Source: an optimization exercise on an open RTL-to-GDS flow (aim: small area, a short achievable clock period and few clock cycles). Production flows keep margins and buffers that such runs may drop. For this run, only the layout was checked, not whether the RTL still works.

## flow/run.sh

```bash
#!/bin/bash
# synth_recipe.tcl (not shown) runs the flow's synth.tcl, then flattens the netlist and writes it again
# the make line also repeats each setting of config.mk as NAME=value (left out here)
make -C /OpenROAD-flow-scripts/flow DESIGN_CONFIG=/design/flow/config.mk WORK_HOME=/design/flow/orfs CLKGATE_MAP_FILE= SYNTH_SCRIPT=/design/flow/synth_recipe.tcl finish
```

## flow/config.mk

```make
export PLATFORM = sky130hd
export DESIGN_NAME = vbc_block_decoder
export DESIGN_NICKNAME = vbc_block_decoder
export VERILOG_FILES = /design/flow/design.v
export SDC_FILE = /design/flow/constraint.sdc
export NUM_CORES = 4
export LEC_CHECK = 0
export ABC_AREA = 1
export CAP_MARGIN = 20
export CORE_MARGIN = 2
export CORE_UTILIZATION = 40
export SLEW_MARGIN = 20
```

## flow/constraint.sdc

```tcl
create_clock -name core_clock -period 10.0 [get_ports {clk}]
set_input_delay 2.0000 -clock core_clock [delete_from_list [all_inputs] [get_ports {clk}]]
set_output_delay 2.0000 -clock core_clock [all_outputs]
set_load 0.01 [all_outputs]
```

## flow/design.v

```verilog
module vbc_block_decoder (
    input  wire        clk,
    input  wire        rst,           
    input  wire        in_valid,
    output wire        in_ready,
    input  wire [31:0] in_data,       
    input  wire [4:0]  in_w,          
    output reg         out_valid,
    output wire [15:0] out_sample,    
    output reg         out_last       
);
    reg [31:0] slot0, slot1;
    reg        wp;            
    reg [1:0]  cnt;           
    reg [5:0]  ptr;
    reg [5:0]  ptr_sn;        
    reg [4:0]  w_in;          
    assign in_ready = !cnt[1];
    wire accept = in_valid && !cnt[1];
    reg        hdr;           
    reg        raw;
    reg [1:0]  pred;
    reg [4:0]  w;
    reg [17:0] ab;            
    reg        ua;
    reg [7:0]  idx;           
    reg [3:0]  idle;          
    reg [16:0] u2;            
    reg        v2;
    reg [15:0] hist [0:15];
    assign out_sample = hist[0];
    wire [15:0] wmask = 16'hFFFF >> (5'd16 - w);
    wire [17:0] ub = ua ? {2'b0, u2[15:0]} : 18'd0;
    wire [17:0] cg [0:5];     
    wire [17:0] cp [0:5];
    assign cg[0] = ab & ub;
    assign cp[0] = ab ^ ub;
    genvar gl, gi;
    generate
        for (gl = 0; gl < 5; gl = gl + 1) begin : pfx
            for (gi = 0; gi < 18; gi = gi + 1) begin : bit_
                if (gi >= (1 << gl)) begin : comb
                    assign cg[gl+1][gi] = cg[gl][gi] | (cp[gl][gi] & cg[gl][gi - (1 << gl)]);
                    assign cp[gl+1][gi] = cp[gl][gi] & cp[gl][gi - (1 << gl)];
                end else begin : pass
                    assign cg[gl+1][gi] = cg[gl][gi];
                    assign cp[gl+1][gi] = cp[gl][gi];
                end
            end
        end
    endgenerate
    wire [17:0] carry = {cg[5][16:0], 1'b0};      
    wire [17:0] a     = cp[0] ^ carry;
    wire [17:0] hi    = ab | ub;
    reg  [15:0] kt;
    integer j;
    always @(*) begin
        kt[0] = 1'b1;
        for (j = 1; j < 16; j = j + 1)
            kt[j] = (j < w) && (((hi >> (j + 2)) != 18'd0) || carry[j + 2]);
    end
    reg  [3:0] k;
    always @(*) begin
        k = 4'd0;
        for (j = 1; j < 16; j = j + 1)
            if (kt[j]) k = j;
    end
    wire [15:0] kmask = {1'b0, kt[15:1]};
    wire [5:0]  ps  = ~ptr_sn;
    wire [31:0] wd0 = ps[5] ? slot1 : slot0;
    wire [31:0] wd1 = ps[5] ? slot0 : slot1;
    wire [63:0] win = {wd1, wd0};
    wire [31:0] S   = win >> ps[4:0];
    reg  [4:0]  q;
    integer m;
    always @(*) begin
        q = 5'd16;
        for (m = 15; m >= 0; m = m - 1)
            if (!S[m]) q = m;
    end
    wire esc = q[4];
    wire [31:0] Sr = S >> (q[3:0] + 5'd1);
    reg  [16:0] u;
    always @(*) begin
        if (raw)      u = {S[15:0] & wmask, 1'b0};
        else if (esc) u = {1'b0, S[31:16] & wmask};
        else          u = ({13'd0, q[3:0]} << k) | {1'b0, Sr[15:0] & kmask};
    end
    wire [5:0]  pos_raw = {1'b0, ptr[4:0]} + {1'b0, w};
    wire [5:0]  pos_esc = pos_raw + 6'd16;
    wire [5:0]  pos_k   = {1'b0, ptr[4:0]} + {2'b0, k} + 6'd1;
    wire [5:0]  pos_cod = pos_k + {2'b0, q[3:0]};
    wire [5:0]  end_pos = raw ? pos_raw : esc ? pos_esc : pos_cod;
    reg  [15:0] z;
    reg  [15:0] gt_k, ge_k;
    integer n;
    always @(*) begin
        for (n = 0; n < 16; n = n + 1) begin
            z[n]    = !S[n] && ((S[15:0] | (16'hFFFF << n)) == 16'hFFFF);
            gt_k[n] = pos_k > 6'd32 - n;
            ge_k[n] = pos_k >= 6'd32 - n;
        end
    end
    wire        strad_c = |(z & gt_k);
    wire        end5_c  = |(z & ge_k);
    wire        strad   = raw ? pos_raw > 6'd32 : esc ? pos_esc > 6'd32 : strad_c;
    wire        end5    = raw ? pos_raw[5]      : esc ? pos_esc[5]      : end5_c;
    wire        go      = !hdr && cnt != 2'd0 && (cnt[1] || !strad) && (idx == 8'd0 || idle == 4'd0);
    wire        last    = (idx == 8'd255);
    wire        hgo     = hdr && cnt != 2'd0;
    wire [1:0]  npop    = hgo ? 2'd1 : !go ? 2'd0 : last ? {strad, !strad} : {1'b0, end5};
    wire [1:0]  cnt_a   = cnt + {1'b0, accept};
    wire [1:0]  cnt_a1  = cnt_a - 2'd1;
    wire [1:0]  cnt_n   = npop[1] ? 2'd0 : npop[0] ? cnt_a1 : cnt_a;
    wire [5:0]  ptr_n   = (hgo || (go && last)) ? {ptr[5] ^ npop[0], 5'd0} :
                          go ? {ptr[5] ^ end_pos[5], end_pos[4:0]} : ptr;
    wire        upd     = go && !raw;
    wire [17:0] a_dec   = a - {2'b0, a[17:2]};
    wire [17:0] ab_n    = upd ? a_dec : a;
    always @(posedge clk) begin
        if (rst) begin
            cnt <= 2'd0;
            wp  <= 1'b0;
            ptr    <= 6'd0;
            ptr_sn <= 6'h3F;
            hdr <= 1'b1;
            idx <= 8'd0;
            v2  <= 1'b0;
            out_valid <= 1'b0;
        end else begin
            cnt <= cnt_n;
            wp  <= wp ^ accept;
            ptr    <= ptr_n;
            ptr_sn <= ~ptr_n;
            if (hdr) begin
                if (cnt != 2'd0) begin
                    hdr  <= 1'b0;
                    w    <= w_in;
                    pred <= wd0[1:0];
                    raw  <= wd0[6];
                end
            end else if (go) begin
                idx <= idx + 8'd1;
                if (last) hdr <= 1'b1;
            end
            v2 <= go;
            out_valid <= v2;
        end
        if (accept) w_in <= in_w;
        if (accept && !wp) slot0 <= in_data;
        if (accept &&  wp) slot1 <= in_data;
        if (hdr) begin
            ab <= 18'd4 << wd0[5:2];
            ua <= 1'b0;
        end else begin
            ab <= ab_n;
            ua <= upd;
        end
        idle     <= go ? 4'd0 : idle + 4'd1;
        u2       <= u;
        out_last <= (idx == 8'd0);
    end
    wire        first = (idx == 8'd1);
    wire        x0    = (idx[3:0] == 4'd1);
    wire        y0    = (idx[7:4] == 4'd0 && idx[3:0] != 4'd0) || (idx == 8'd16);
    reg  [15:0] p;
    always @(*) begin
        if (first || pred == 2'd0 || raw) p = 16'd0;
        else if (pred == 2'd1)            p = x0 ? hist[15] : hist[0];
        else                              p = y0 ? hist[0] : hist[15];
    end
    wire [15:0] r = u2[16:1] ^ {16{u2[0]}};
    wire [15:0] s = (p + r) & wmask;
    integer h;
    always @(posedge clk) begin
        hist[0] <= v2 ? s : hist[15];
        for (h = 1; h < 16; h = h + 1) hist[h] <= hist[h-1];
    end
endmodule
```

==> results.txt <==
[critical path: cells and delay by family, from the launching register on]
kind,cells,cell delay [ps]
compound gates,7,1490
xor+xnor,1,490
fa+ha+maj,3,1020
buf+inv,5,460
flops,1,880
simple gates,23,3010
[layer usage]
layer	part of all wire (%)	GRT usage [%]	vias to the layer above
met5	0	0	-
met4	2.9	8.00	0
li1	-	-	9641
met3	7.0	4.86	102
met2	44	38.4	602
met1	46	34.2	9109
[placed cells by master (no fill, tap or decap), types with 5 or more instances in the layout]
cell type        count
clkbuf_16           42
fa_1                 6
nand2_4              5
clkinv_2             7
nor2_2               6
o31ai_1              9
a21oi_1            117
nor3_1              24
nand3b_1             5
nor2_1             156
nor4_1               9
o22ai_1             15
xor2_1              53
nand2_2             24
clkdlybuf4s50_1     58
o21ai_1             20
inv_1              244
xnor2_1              7
dfxtp_1            319
nand3_2             11
buf_4               22
edfxtp_1            77
o211ai_1            31
clkbuf_1             7
o21ai_0            158
mux2i_1              7
clkinv_1             6
nand3_1            532
nand2_1            691
ha_1                88
o32ai_1              5
a31oi_1             21
o21bai_1            10
inv_2               13
nand4_1             21
[cell type report]
class | instances | area [sq um] | area share, %
multi-input combinational | 2076 | 10900 | 46.0
inverter | 263 | 991 | 4.19
clock buffer | 53 | 1130 | 4.79
tap | 688 | 861 | 3.64
timing repair buffer | 80 | 746 | 3.16
clock inverter | 24 | 248 | 1.05
sequential | 400 | 8780 | 37.2
[logic make-up after synthesis]
group	synth area share, %
buffers and inverters	7.59
AOI/OAI and AO/OA	11.1
DFF	41.3
adders and majority gates	5.74
muxes	0.330
xor gates and xnor gates	2.47
and+or+nand+nor	31.5
[worst min path at each step]
| stage | startpoint | to | slack, ps | cells past startpoint |
|---|---|---|---|---|
| 6_report | hist[4][12] | hist[5][12] | 320 | 0 |
| 5_1_grt | hist[4][12] | hist[5][12] | 320 | 0 |
| 4_1_cts | hist[1][15] | hist[2][15] | 320 | 0 |
| 3_5_place_dp | hist[12][11] | hist[13][11] | 310 | 0 |
| 3_3_place_gp | hist[2][9] | hist[3][9] | 310 | 0 |
| 2_1_floorplan | hist[9][0] | hist[10][0] | 310 | 0 |
[flip-flops by register name, summed over array words and instances (netlist names), 5 cells and up]
name    flops
idx         8
ab         18
ptr_sn      6
hist      256
w_in        5
w           5
slot0      32
u2         17
ptr         6
slot1      32
[synth_stat cells (8+ instances only)]
library cell	count
dfxtp_1	323
xor2_1	53
buf_2	36
buf_4	16
buf_1	8
nor2_1	157
o21ai_1	20
nand3_2	11
nor4_1	9
inv_2	13
nor3_1	24
o21ai_0	158
o31ai_1	9
inv_1	244
o21bai_1	10
nand4_1	21
nand2_1	691
nand3_1	532
nand2_2	24
a21oi_1	117
edfxtp_1	77
o22ai_1	15
o211ai_1	31
ha_1	88
a31oi_1	21
clkbuf_1	45
[per-stage QoR]
step | setup WS [ps] | util (%)
6_report | 2460 | 45.0
5_1_grt | 1730 | 45.0
4_1_cts | 2500 | 45.0
3_5_place_dp | 2530 | 42.3
3_3_place_gp | 2810 | 42.3
2_1_floorplan | 3690 | -
==> reports/summary.txt <==
Status: timing/DRC/antenna clean
Gpl congestion: 0.975
Placed cell count: 3,507
Synth unique cells: 64
Reg2reg path depth: 39
EDFF count, synth: 77
FF+latch count, synth: 400
Post-synth ARST share: 0%
FMAX: 133 MHz
CORE AREA: 52,600 sq um
Worst-skew pair later-pin latency: 600 ps
Slew @ Worst Pin: 1010 ps
CP startpoint: u2[0]
Remaining Overflow, GRT: 0
Startpoint class of the critical path: flop
Worst Path Arrival: 8000 ps
Mapped Area: 21,300 sq um
Detail Route Antenna Nets: 0
H-tree levels: 2
Slowest stage delay, CP: 880 ps
Share of cells above drive strength 1: 5.90%
Row count: 84
Slew Limit Fails: 0
Reg2reg start: u2[0]
Post-route insts no fill: 3,584
Final Skew: 36.1 ps
Die Y: 235 microns
CTS tree: yes
Total number of vias: 19,454
YS warnings: 2
Avg WL per Cell: 18.9 microns
Largest cells by area after synthesis: dfxtp_1, nand3_1, nand2_1
Initial drt markers: 1,918
# fillers: 5,389
Initial Utilization: 40.5%
Setup total negative slack: 0 ps
Design Area, Final: 23,600 sq um
Final #Nets: 2,997
Post CTS Setup Buffer Count: 0
TritonCTS buffer count: 42
Port Buf Inserts: 58
Worst r2r dst: ab[16]
Final period util: 75.4%
Clock Pin Slew Worst Setup and Hold Paths: 60 ps
Critical Path RT: 10,450 ps
DRC errors left: 0
Initial antenna violation count: 1
Die W: 235 microns
WHS: 320 ps
Synth Net Count: 2,987
Root buf cell: clkbuf_16
Syn Area/Cell: 7.45 sq um
Synth top area share: 30.4%
CP Max Fanout: 37
CP Class: flop to flop
Ports: 59
Hold buffers post-CTS: 0
Final hold vios: 0
Mapped Cells: 2,853
Final HPWL DP: 52,800 microns
Total Die Area: 55,000 sq um
Post-DP Area: 22,300 sq um
Unrepaired setup endpoints after global routing: false
First-pass GRT wire length: 104,000 microns
Area leader, netlist: dfxtp_1
Slew headroom: 31.6%
R2R Setup Slk: 2460 ps
Crit path time final: 7540 ps
Clock Sinks: 400
Slowest CP cell: dfxtp_1
Resized cells post-CTS: 0
Max clock buf depth: 3
Diodes inserted: 0
Top_reg_cell synth: dfxtp_1
Largest net degree at the start of global routing: 66
Max_cap viols: 0
Via density: 5.43
Post-synthesis sequential area ratio: 41.3%
Area grow syn2layout: 11.2%
Critical path capture point type: flop
Number of global-route vias before repair: 18,250
Crit path top cell by count: nand2_1
Final setup viols: 0
Drt total wl: 67,800 microns
Crit path capture: ab[16]
GRT Util Overall: 24.7%
DR pass1 iterations: 9
HP Class: flop to flop

## port drivers added, routing unchanged
No port has a modelled driver above. Below, the same layout with a new extraction and two added sets of constraints.
Step 1 sets driving cells, clkbuf_16 on the clock port and buf_2 on the other inputs (assumed; they add their load-dependent delay and slew).
Step 2 moves the port delays by t, midway between the first and last clock arrival at a register: inputs arrive t later, outputs are due t later. That takes back most of the time a late clock gives input paths.
Slacks: ideal / step 1 / step 2; pairs: ideal / step 1.
t, ns: 0.639
slack for setup (ns): 2.458 / 2.458 / 2.458
slew at the worst register clock pin (ns): 0.07 / 0.07
After both steps this run still meets setup and hold. The setup slack of this run moves by 0.000 ns with the drivers and by 0.000 ns with both steps.
